This design comes from an exercise in tuning for small area and a short achievable clock period on the open sky130 flow, not from production work.
RTL that was checked went through simulation tests only; none was proved equivalent to the original.
For runs 2 and 3, only the layout was checked, not whether the RTL still works.
No activity file was given, so power comes from the tool's default toggle rates.

==> flow/design.v (outline; a module is shown in full before it is edited, if it fits) <==
// module pixcorr: 4533 lines
module pixcorr (
    input  wire        clk,
    input  wire        rst,
    input  wire [31:0] cfg_dt,
    input  wire [31:0] cfg_h,
    input  wire [23:0] cfg_scene_ofs,
    input  wire [8:0]  cfg_alpha,
    input  wire [15:0] cfg_thr,
    input  wire        cfg_tf_en,
    input  wire        cfg_fresh,
    input  wire        frame_start,
    input  wire        frame_end,
    input  wire        in_valid,
    input  wire        in_blind,
    input  wire        in_sat,
    input  wire [23:0] in_xp,
    input  wire [23:0] in_b,
    input  wire [23:0] in_o,
    input  wire [15:0] in_d,
    input  wire [15:0] in_g,
    input  wire [15:0] in_s,
    output reg         out_valid,
    output reg  [15:0] out_y,
    output reg  [15:0] out_state,
    output reg         stats_valid,
    output reg  [19:0] st_nvalid,
    output reg  [19:0] st_ninvalid,
    output reg  [19:0] st_nbad,
    output reg  [19:0] st_nrsat,
    output reg  [19:0] st_clip_lo,
    output reg  [19:0] st_clip_hi,
    output reg  [19:0] st_motion,
    output reg  [15:0] st_min,
    output reg  [15:0] st_max,
    output reg  [35:0] st_sum
);
  // ...
==> flow/flow/run.sh <==
#!/bin/bash
set -euo pipefail
here=$(pwd)
margin=$(cat flow/margin.txt)
sed "s|\"\${@:-finish}\"|SETUP_SLACK_MARGIN=${margin} \"\${@:-finish}\"|" standard.sh > own_standard.sh
grep -q "SETUP_SLACK_MARGIN=${margin}" own_standard.sh
bash own_standard.sh > "$here/make_finish.log" 2>&1
==> flow/flow/margin.txt <==
11.5
==> flow/standard.sh <==
#!/bin/bash
# synth_recipe.tcl (not shown) runs the flow's synth.tcl, then flattens the netlist and writes it again
# the make line also repeats each setting of config.mk as NAME=value (left out here)
make -C /OpenROAD-flow-scripts/flow DESIGN_CONFIG=/design/flow/config.mk WORK_HOME=/design/flow/orfs CLKGATE_MAP_FILE= SYNTH_SCRIPT=/design/flow/synth_recipe.tcl "${@:-finish}"
==> flow/config.mk <==
export PLATFORM = sky130hd
export DESIGN_NAME = pixcorr
export DESIGN_NICKNAME = pixcorr
export VERILOG_FILES = /design/flow/design.v
export SDC_FILE = /design/flow/constraint.sdc
export NUM_CORES = 4
export LEC_CHECK = 0
export CAP_MARGIN = 20
export CORE_MARGIN = 2
export CORE_UTILIZATION = 40
export PLACE_DENSITY = 0.6
export SLEW_MARGIN = 20
==> flow/constraint.sdc <==
create_clock -name core_clock -period 16.0 [get_ports {clk}]
set_input_delay 3.2000 -clock core_clock [delete_from_list [all_inputs] [get_ports {clk}]]
set_output_delay 3.2000 -clock core_clock [all_outputs]
set_load 0.01 [all_outputs]
==> summary.txt, run 1 <==
Detailed routing
  • Vias: about 45,000
  • Number of nets with antenna violations after detailed routing: 0
  • Total met3 wirelength after detailed routing: 12,000 um

Critical path
  • Reg-to-reg endpoint: out_state[15]
  • Worst setup path endpoint: out_y[14]
  • Worst Reg-to-Reg Cells: 16
  • Critical path's top delay family: flip-flops
  • Slowest-stage cell, CP: dfxtp_4

Clocking
  • Setup repair bufs after CTS: approximately 100
  • CTS tree: done
  • Post-CTS resize count: about 1,300
  • Number of sinks driven by the clock tree: about 800
  • Number of buffers on the longest clock path: 3

Placement
  • Final estimated routing congestion in global placement: just under 0.9
  • Cell count after placement: 8,232

Floorplanning
  • Chip height: approximately 390 um
  • Die Outline Area: roughly 0.15 mm^2

Run
  • Max-cap violations: 0

Layout
  • Clock network area share: approximately 4.6%
  • Largest register by flop count: st_sum
  • Number of non-filler instances in the completed layout: ~8,500
  • Post-route core utilization: 47.4%
  • Non-clock inverter instance count of the final layout: just under 900
  • Most common cell after layout, fill and taps aside: inv_1
  • Non-clock buffering overhead: just under 8%

STA
  • Final worst path period share: between 20 and 30%
  • Max_slew headroom: between 20% and 30%
  • Number of pins with negative max-slew slack in the final report: 0
  • Fmax: between 0.2 and 0.25 GHz
  • Post-route clock skew: about 0.035 ns

Logic synthesis
  • YS warnings: 1
  • Dominant cell type by area after synthesis: dfxtp_1
  • Synthesized instance count: ~6,200
  • Adder-cell area share of the yosys netlist: about 28%
  • Number of unique standard cell types used by synthesis: 95
  • Leading cell type by number of instances after synthesis: inv_1
  • Share of synthesized area occupied by flip-flops and latches: a little over a quarter
  • Post-synthesis mux area share: 0.485%
  • Nets in the synthesized netlist: between 7,000 and 8,000

Pwr
  • Sequential power: 3.13 mW
  • Power Total: approximately 16 mW

GRT
  • Global Route met2 Usage: a little under two fifths
  • Total routing resource utilization after global routing: 21.8%

Status
  • Status: complete, no violations

Worst hold path
  • Cell depth of the worst hold path: 0
==> inputs of run 2 (changes only) <==
--- a/flow/design.v
+++ b/flow/design.v
@@ -4459,23 +4459,28 @@
             f_motion = 1'b1;
             f_out   = s3_z;
             f_state = s3_z;
         end else begin
             f_out   = blend;
             f_state = blend;
         end
     end
-    reg o_act, o_bad, o_sat, o_clo, o_chi, o_mot;
+    wire        f_act = s3_valid & ~s3_blind;
+    reg         o_act, o_bad, o_sat, o_clo, o_chi, o_mot, o_v, o_inv;
+    reg  [15:0] o_y;
     always @(posedge clk) begin
         if (rst) out_valid <= 1'b0;
         else     out_valid <= s3_valid;
         out_y     <= f_out;
         out_state <= f_state;
-        o_act     <= s3_valid & ~s3_blind;
+        o_act     <= f_act;
+        o_v       <= f_act & ~s3_inv;
+        o_inv     <= f_act & s3_inv;
+        o_y       <= (f_act & ~s3_inv) ? f_out : 16'd0;
         o_bad     <= s3_bad;
         o_sat     <= s3_sat;
         o_clo     <= s3_clo;
         o_chi     <= s3_chi;
         o_mot     <= f_motion;
     end
     reg end_seen;
     always @(posedge clk) begin
@@ -4495,39 +4500,36 @@
     end
     reg sum_c, sum_pend;
     always @(posedge clk) begin
         if (rst) sum_pend <= 1'b0;
         else     sum_pend <= out_valid;
     end
     reg fs_r;
     always @(posedge clk) fs_r <= frame_start & ~rst;
-    wire y_inv = &out_y;
-    wire acc_v = o_act & ~y_inv;
-    wire [15:0] y_v = acc_v ? out_y : 16'd0;
     always @(posedge clk) begin
         if (fs_r) begin
             st_nvalid   <= 20'd0;
             st_ninvalid <= 20'd0;
             st_nbad     <= 20'd0;
             st_nrsat    <= 20'd0;
             st_clip_lo  <= 20'd0;
             st_clip_hi  <= 20'd0;
             st_motion   <= 20'd0;
             st_min      <= 16'hFFFF;
             st_max      <= 16'h0000;
             st_sum      <= 36'd0;
             sum_c       <= 1'b0;
         end else begin
-            st_nvalid   <= st_nvalid   + {19'd0, acc_v};
-            st_ninvalid <= st_ninvalid + {19'd0, o_act & y_inv};
+            st_nvalid   <= st_nvalid   + {19'd0, o_v};
+            st_ninvalid <= st_ninvalid + {19'd0, o_inv};
             st_nbad     <= st_nbad     + {19'd0, o_act & o_bad};
             st_nrsat    <= st_nrsat    + {19'd0, o_act & o_sat};
             st_clip_lo  <= st_clip_lo  + {19'd0, o_act & o_clo};
             st_clip_hi  <= st_clip_hi  + {19'd0, o_act & o_chi};
             st_motion   <= st_motion   + {19'd0, o_act & o_mot};
-            {sum_c, st_sum[15:0]} <= {1'b0, st_sum[15:0]} + {1'b0, y_v};
+            {sum_c, st_sum[15:0]} <= {1'b0, st_sum[15:0]} + {1'b0, o_y};
             st_sum[35:16] <= st_sum[35:16] + {19'd0, sum_c};
-            if (acc_v && out_y < st_min) st_min <= out_y;
-            if (acc_v && out_y > st_max) st_max <= out_y;
+            if (o_v && o_y < st_min) st_min <= o_y;
+            if (o_y > st_max) st_max <= o_y;
         end
     end
 endmodule
==> summary.txt, run 2 <==
Critical path
  • Slowest-stage cell, CP: fa_1
  • FF-to-FF Start: a_two[1]
  • Cells along the critical path: buf_6 > a22oi_2 > xnor2_1 > fa_1 > inv_2 > fa_2 > fa_1 > ha_4 > o21a_1 > o21ai_2 > a311oi_2 > o41a_1 > a311o_2 > a31oi_4 > o21bai_1 > xnor2_1 > a21oi_1
  • Critical path's top delay family: compound AO/OA/AOI/OAI gates
  • Cell depth of the worst setup path: 17
  • Crit-path max cell delay: around 0.56 ns
  • Critical path class: flip-flop to flip-flop
  • Setup slack on the worst flop-to-flop path: 11.44 ns
  • Critical path buffers and inverters: 2
  • Crit. End Element: flip-flop
  • Worst setup path endpoint: out_state[15]
  • Worst Reg-to-Reg Cells: 17 (+1)
  • Reg-to-reg endpoint: out_state[15]
  • Category of the worst setup path launch point: flip-flop
  • Crit path required time: roughly 17 ns
  • Arrival time at the worst endpoint: 5.18 ns
  • Worst setup path startpoint: a_two[1]
  • Crit-path max FO: 6

Logic synthesis
  • Dominant cell type by area after synthesis: dfxtp_1
  • Count of state elements after synthesis: between 800 and 900
  • Most numerous cell types in the synthesized netlist: inv_1, dfxtp_1, xnor2_1
  • Leading cell type by number of instances after synthesis: inv_1
  • Portion of synthesized cell area occupied by the leading cell type: roughly 28%
  • Top flip-flop cell by instance count after synthesis: dfxtp_1
  • Synth area leaders: dfxtp_1, fa_1, xnor2_1
  • Nets in the synthesized netlist: 7,449 (+0.69%)
  • Avg Cell Area, Syn: between 9 and 10 um^2
  • Number of enable flip-flop cells after synthesis: 0
  • YS warnings: 1 (unchanged)
  • Share of synthesized area occupied by flip-flops and latches: 27.8% (+0.45 points)
  • Synthesized instance count: 6,263 (+0.82%)
  • Post-synth design cell area: between 0.05 and 0.06 mm^2
  • Number of unique standard cell types used by synthesis: 82 (-14%)
  • Share of flip-flops with an asynchronous set or reset: 0%

Placement
  • Final estimated routing congestion in global placement: 0.908 (+1.6%)
  • Total of buffers placed on input and output ports: just under 500
  • Cell count after placement: 8,299 (+0.81%)
  • Hpwl dp: 129,000 um

Layout
  • Biggest registers after layout: st_sum (36), s2_ya (35), s2_yb (35)
  • Fraction of final layout cells sized beyond drive strength 1: 15.1%
  • Commonest cells after routing, fill and taps aside: inv_1, xnor2_1, fa_1, dfxtp_1, a22oi_1
  • Post-route core utilization: 47.4% (about the same)
  • Largest register by flop count: st_sum
  • Final layout net count: a little under 8,000
  • Ant. Diodes: 0
  • Number of inserted filler cells in the final layout: between 10,000 and 15,000
  • Flip-flop count of the largest register, all copies and words added: 36
  • Growth of design area from synthesis to finish: 17.8%
  • Number of non-filler instances in the completed layout: 8,627 (+1.1%)
  • Most common cell after layout, fill and taps aside: inv_1

GRT
  • Maximum number of pins on one net before global-route repair: 101
  • Antenna violations before repair: 6
  • Via count of the first global-routing pass: about 47,000
  • Global-route wire length before repair: ~270,000 um
  • Gr ovfl total: 0
  • Total routing resource utilization after global routing: 23.0% (+1.2 points)

STA
  • Fmax: 0.219 GHz (-2.6%)
  • Number of pins with negative max-slew slack in the final report: 0 (unchanged)
  • Final worst hold slack: 0.294 ns
  • Final worst path period share: 28.5% (+0.75 points)
  • Setup repair after global routing missed its margin: yes
  • Clock period minus worst slack: 4.56 ns
  • Slew at the pin closest to its max-slew limit: about 1.2 ns
  • Final hold viol count: 0
  • Finish-stage setup viols: 0
  • Max_slew headroom: 18.8% (-8.6 points)
  • Post-route clock skew: 0.0525 ns (+0.0173 ns)
  • Fin Setup TNS: 0 ns

Floorplanning
  • Chip height: 389 um (+0.29%)
  • I/O pin cnt: slightly below 500
  • Site row count: ~140
  • Initial standard-cell utilization of the core: around two fifths
  • Overall die width: around 390 um
  • Floorplan Core Area: around 0.15 mm^2
  • Die Outline Area: 0.152 mm^2 (+0.57%)

Clocking
  • Number of sinks driven by the clock tree: 824 (+2.2%)
  • Clock tree root buffer cell: clkbuf_16
  • CTS tree: done
  • Clock buffers created by TritonCTS: 93
  • Total number of H-tree levels: 3
  • Clk latency of the worst-skew pair: 0.75 ns
  • Number of buffers on the longest clock path: 3 (unchanged)
  • Register clock-pin slew on the reported worst setup and hold paths: ~0.07 ns

Status
  • Status: complete, no violations

Worst hold path
  • Classification of the worst-slack hold path: flip-flop to flip-flop

Pwr
  • Highest ir drop seen on vdd: approximately 0.24 mV
  • Power Total: 17.4 mW (+10%)
  • Leakage Power: approximately 31 nW
  • P per Cell Area: roughly 250 mW/mm^2

Run
  • Max-cap violations: 0 (unchanged)

Detailed routing
  • DRC violation count after routing: 0
  • Average detailed-routed wire length per instance: roughly 21 um
  • Routed WL: 178,000 um
  • Number of nets with antenna violations after detailed routing: 0 (unchanged)
  • Vias: 46,200 (+2.2%)
  • Number of DRC violations after detailed-routing iteration 0: about 3,700
  • Routed via count divided by cell count: 5.36
  • Pre-antenna DRT Iters: 6
[run 2: cell count changes after synthesis, moves of 18 or more]
cell / previous run / this run
dfxtp_1: 806 / 824
nand2_1: 217 / 246
nor2_1: 300 / 263
o22a_1: 3 / 22
mux2i_1: 26 / 46
o21ai_0: 112 / 146
[run 2: worst min-delay path by stage]
stage,from,to,slack [ns],depth (start not counted)
6_report,s1_s[5],s1b_s[5],0.29,0
5_1_grt,p0_g[14],s1_g[14],0.30,0
4_1_cts,p0_g[14],s1_g[14],0.30,0
3_5_place_dp,s1_s[10],s1b_s[10],0.31,0
3_3_place_gp,s2_blind,s3_blind,0.31,0
2_1_floorplan,s3_bad,o_bad,0.31,0
[run 2: metal layers]
| metal | wire length, um | global-route usage [%] | part of all wire (%) | vias to the layer above |
|---|---|---|---|---|
| met1 | 73300 | 29.0 | 41 | 22700 |
| li1 | - | - | - | 21200 |
| met5 | 19 | 0 | 0.011 | - |
| met4 | 6190 | 9.16 | 3.5 | 4 |
| met2 | 85300 | 39.1 | 48 | 1985 |
| met3 | 13200 | 3.95 | 7.4 | 373 |
[run 2: final cells by class]
class | instances | area, um^2 | area share (%)
timing repair buffer | 703 | 5600 | 8.01
sequential | 824 | 17000 | 24.3
tap | 1930 | 2410 | 3.45
multi-input combinational | 4112 | 38400 | 55.0
clock inverter | 55 | 602 | 0.860
clock buffer | 118 | 2530 | 3.62
inverter | 885 | 3390 | 4.84
[run 2: through the flow]
stage	setup WS (ns)	instance area, um^2
after detailed placement	10.56	65500
final	11.44	69900
after global routing	11.28	69900
after floorplan	11.47	59500
after global placement	10.65	65500
after CTS	11.36	69300
[run 2: kinds of logic after synthesis]
logic type	after synthesis	synth area share [%]
buffers and inverters	1329	8.41
AOI/OAI and AO/OA	1168	13.6
and+or+nand+nor	1098	9.32
adders and majority gates	944	27.5
xor gates and xnor gates	852	12.6
DFF	824	27.8
muxes	48	0.813
[run 2: worst register-to-register path, stage by stage, from the launching register on]
cell,delay [ns]
dfxtp_4,0.38
buf_6,0.15
a22oi_2,0.16
xnor2_1,0.11
fa_1,0.56
inv_2,0.04
fa_2,0.35
fa_1,0.56
ha_4,0.21
o21a_1,0.12
o21ai_2,0.16
a311oi_2,0.08
o41a_1,0.48
a311o_2,0.43
a31oi_4,0.20
o21bai_1,0.10
xnor2_1,0.24
a21oi_1,0.12
[run 2: where the power goes]
part	switching (mW)	total, mW	internal (mW)
registers	0.584	3.19	2.60
logic	6.76	12.1	5.31
clock network	0.951	2.16	1.21
[run 2: repair_timing]
item | in CTS | in global routing
resized for setup | 1387 | 115
endpoints found under the setup margin | 375 | 79
setup buffers | 128 | 25
cloned | 1 | 1
hold buffers | 0 | 0
pin swaps | 18 | 26
==> inputs of run 3 (changes only) <==
--- a/flow/config.mk
+++ b/flow/config.mk
@@ -8,5 +8,5 @@
 export CAP_MARGIN = 20
 export CORE_MARGIN = 2
-export CORE_UTILIZATION = 40
-export PLACE_DENSITY = 0.6
+export CORE_UTILIZATION = 65
+export PLACE_DENSITY = 0.75
 export SLEW_MARGIN = 20
==> summary.txt, run 3 <==
Floorplanning
  • Die Outline Area: 0.0938 mm^2 (-38%)
  • Initial standard-cell utilization of the core: 65.8% (+26 points)
  • Floorplan Core Area: 0.0903 mm^2 (-39%)
  • Site row count: 110 (-22%)
  • Overall die width: 306 um (-21%)
  • I/O pin cnt: 484 (unchanged)
  • Chip height: 306 um (-21%)

Logic synthesis
  • Synth area leaders: dfxtp_1, fa_1, xnor2_1
  • Nets in the synthesized netlist: 7,449 (unchanged)
  • Synthesized instance count: 6,263 (unchanged)
  • Dominant cell type by area after synthesis: dfxtp_1
  • Post-synth design cell area: 0.0594 mm^2 (unchanged)
  • Most numerous cell types in the synthesized netlist: inv_1, dfxtp_1, xnor2_1
  • Leading cell type by number of instances after synthesis: inv_1
  • Portion of synthesized cell area occupied by the leading cell type: 27.8% (unchanged)
  • Share of flip-flops with an asynchronous set or reset: 0% (unchanged)
  • Share of synthesized area occupied by flip-flops and latches: 27.8% (unchanged)
  • Number of unique standard cell types used by synthesis: 82 (unchanged)
  • YS warnings: 1 (unchanged)
  • Top flip-flop cell by instance count after synthesis: dfxtp_1
  • Count of state elements after synthesis: 824 (unchanged)
  • Number of enable flip-flop cells after synthesis: 0 (unchanged)
  • Avg Cell Area, Syn: 9.48 um^2 (unchanged)

STA
  • Fin Setup TNS: 0 ns (unchanged)
  • Post-route clock skew: 0.0290 ns (-0.0235 ns)
  • Finish-stage setup viols: 0 (unchanged)
  • Clock period minus worst slack: 4.61 ns (+0.0505 ns)
  • Final worst path period share: 28.8% (+0.32 points)
  • Worst Setup Slack, final: 11.39 ns (-0.0505 ns)
  • Number of pins with negative max-slew slack in the final report: 0 (unchanged)
  • Setup repair after global routing missed its margin: yes
  • Final hold viol count: 0 (unchanged)
  • Fmax: 0.217 GHz (-1.1%)
  • Max_slew headroom: 28.7% (+9.8 points)
  • Slew at the pin closest to its max-slew limit: 1.07 ns (-0.148 ns)

Detailed routing
  • Routed WL: 168,000 um (-5.7%)
  • DRC violation count after routing: 0 (unchanged)
  • Average detailed-routed wire length per instance: 21.5 um (+4.0%)
  • Number of DRC violations after detailed-routing iteration 0: 4,695 (+27%)
  • Vias: 47,100 (+1.9%)
  • Number of nets with antenna violations after detailed routing: 0 (unchanged)
  • Pre-antenna DRT Iters: 6 (unchanged)
  • Routed via count divided by cell count: 6.03 (+12%)

Layout
  • Post-route core utilization: 76.8% (+29 points)
  • Ant. Diodes: 0 (unchanged)
  • Final layout net count: 7,763 (-0.54%)
  • Most common cell after layout, fill and taps aside: inv_1
  • Largest register by flop count: st_sum
  • Post-route cell area: 0.0693 mm^2 (-0.87%)
  • Commonest cells after routing, fill and taps aside: inv_1, xnor2_1, fa_1, dfxtp_1, a22oi_1
  • Flip-flop count of the largest register, all copies and words added: 36 (unchanged)
  • Biggest registers after layout: st_sum (36), s2_ya (35), s2_yb (35)
  • Fraction of final layout cells sized beyond drive strength 1: 13.6% (-1.5 points)
  • Growth of design area from synthesis to finish: 16.8%

Placement
  • Total of buffers placed on input and output ports: 483 (unchanged)
  • Hpwl dp: 120,000 um (-7.0%)
  • Placed Instance Area: 0.0646 mm^2 (-1.4%)
  • Worst setup slack after placement: 10.77 ns (+0.208 ns)
  • Final estimated routing congestion in global placement: 0.951 (+4.7%)

Critical path
  • Critical path class: flip-flop to flip-flop
  • Crit. End Element: flip-flop
  • FF-to-FF Start: a_one[1]
  • Crit path required time: 16.51 ns (-0.10 ns)
  • Category of the worst setup path launch point: flip-flop
  • Crit-path max FO: 6 (unchanged)
  • Arrival time at the worst endpoint: 5.12 ns (-0.06 ns)
  • Worst setup path startpoint: a_one[1]

Worst hold path
  • Worst min-delay path startpoint: s1b_s[10]
  • Classification of the worst-slack hold path: flip-flop to flip-flop

Clocking
  • Clock tree root buffer cell: clkbuf_16
  • Number of buffers on the longest clock path: 3 (unchanged)
  • Total number of H-tree levels: 3 (unchanged)
  • Clock buffers created by TritonCTS: 88 (-5.4%)
  • Number of sinks driven by the clock tree: 824 (unchanged)
  • Register clock-pin slew on the reported worst setup and hold paths: 0.07 ns (about the same)
  • CTS tree: done
  • Clk latency of the worst-skew pair: 0.70 ns (-0.05 ns)

Pwr
  • Highest ir drop seen on vdd: 0.297 mV (+23%)
  • Leakage Power: 30.6 nW (-0.88%)
  • P per Cell Area: 253 mW/mm^2 (+1.4%)

GRT
  • Maximum number of pins on one net before global-route repair: 84 (-17%)
  • Antenna violations before repair: 1 (-5)
  • Total routing resource utilization after global routing: 35.0% (+12 points)
  • Gr ovfl total: 0 (unchanged)
  • Global-route wire length before repair: 260,000 um (-5.3%)
  • Via count of the first global-routing pass: 48,000 (+1.6%)

Status
  • Status: complete, no violations

Run
  • Max-cap violations: 0 (unchanged)
-- run 3: cell counts after synthesis --
Identical to the previous run, type by type.
-- run 3: timing repair --
action | in CTS | in global routing
endpoints found under the setup margin | 319 | 175
gates resized for setup | 1046 | 173
setup buffers | 54 | 54
gates cloned | 1 | 4
pin swaps | 23 | 33
hold buffers | 0 | 0
-- run 3: path summary, 6_finish.rpt --
kind,depth (start not counted),slack (ns),to
worst max-delay path,18,11.39,out_state[14]
worst min-delay path,0,0.31,s2_s[10]
worst min register to register,0,0.31,s2_s[10]
worst max register to register,18,11.39,out_state[14]
-- run 3: report_power, final --
group / internal [mW] / leakage [nW] / switching, mW
Sequential: 2.61 / 6.94 / 0.531
Clock: 1.30 / 1.50 / 0.878
Combinational: 5.26 / 22.1 / 6.94
-- run 3: per-stage QoR --
stage	instances	total power, mW	hold slack [ns]
after floorplan	6263	10.9	0.310
after global placement	7549	13.9	0.310
after detailed placement	7549	14.3	0.312
after CTS	7761	16.9	0.312
after global routing	7820	19.1	0.328
final	7820	17.5	0.307
-- run 3: per-layer routing --
layer  up-vias  GRT usage [%]  share of wire, %
met1     22800           42.6                38
met2      2541           59.0                47
met5         -              0                 0
li1      21100              -                 -
met3       692           6.04               8.3
met4         0           20.0               6.4
-- run 3: critical path, cell delays in order, from the launching register on --
cell and delay [ns]:
dfxtp_4 0.39, buf_6 0.12, a22oi_2 0.19, xnor2_2 0.11, fa_2 0.53, inv_1 0.05
fa_2 0.36, fa_1 0.44, ha_1 0.31, o21a_1 0.13, o21ai_2 0.06, a311oi_2 0.33
o41a_1 0.36, a311o_1 0.39, a31oi_4 0.14, buf_4 0.16, xnor2_2 0.14, mux2i_1 0.13
a21oi_1 0.08
-- run 3: cells by family after synthesis --
group | after synthesis | share of synthesized area, %
multiplexers | 48 | 0.813
AO/OA/AOI/OAI | 1168 | 13.6
adder cells (fa/ha/maj) | 944 | 27.5
buffers and inverters | 1329 | 8.41
AND/OR/NAND/NOR | 1098 | 9.32
flip-flops | 824 | 27.8
XOR/XNOR | 852 | 12.6
-- run 3: cell type report --
class | instances | area, um^2
multi-input combinational | 4112 | 38400
fill | 6397 | 21000
sequential | 824 | 16900
timing repair buffer | 666 | 6030
inverter | 885 | 3360
clock buffer | 121 | 2530
tap | 1176 | 1470
clock inverter | 36 | 576

[afterwards: timing with drivers on the ports]
How much do the figures lean on ideal ports? The routed layouts below were timed once more, with nothing changed but the port constraints.
Step 1: set_driving_cell puts a clkbuf_16 on clk and a buf_2 on each other input, an assumption about the parent block.
Step 2 moves the port delays by t, midway between the first and last clock arrival at a register: inputs arrive t later, outputs are due t later. That takes back most of the time a late clock gives input paths.
a / b / c = ideal / step 1 / step 2; a / b = the first two.
| run | t (ns) | setup WS [ns] | hold WS [ns] | worst setup path at the end |
|---|---|---|---|---|
| run 1 | 0.787 | 11.557 / 11.479 / 10.913 | 0.314 / 0.314 / 0.314 | input to register |
| run 2 | 0.807 | 11.437 / 11.437 / 11.004 | 0.294 / 0.294 / 0.294 | input to register |
| run 3 | 0.752 | 11.386 / 11.386 / 10.945 | 0.307 / 0.307 / 0.307 | input to register |
After both steps setup and hold are still met in every run listed. For run 1, which loses most, drivers alone change the setup slack by -0.078 ns; drivers and shift together by -0.644 ns.
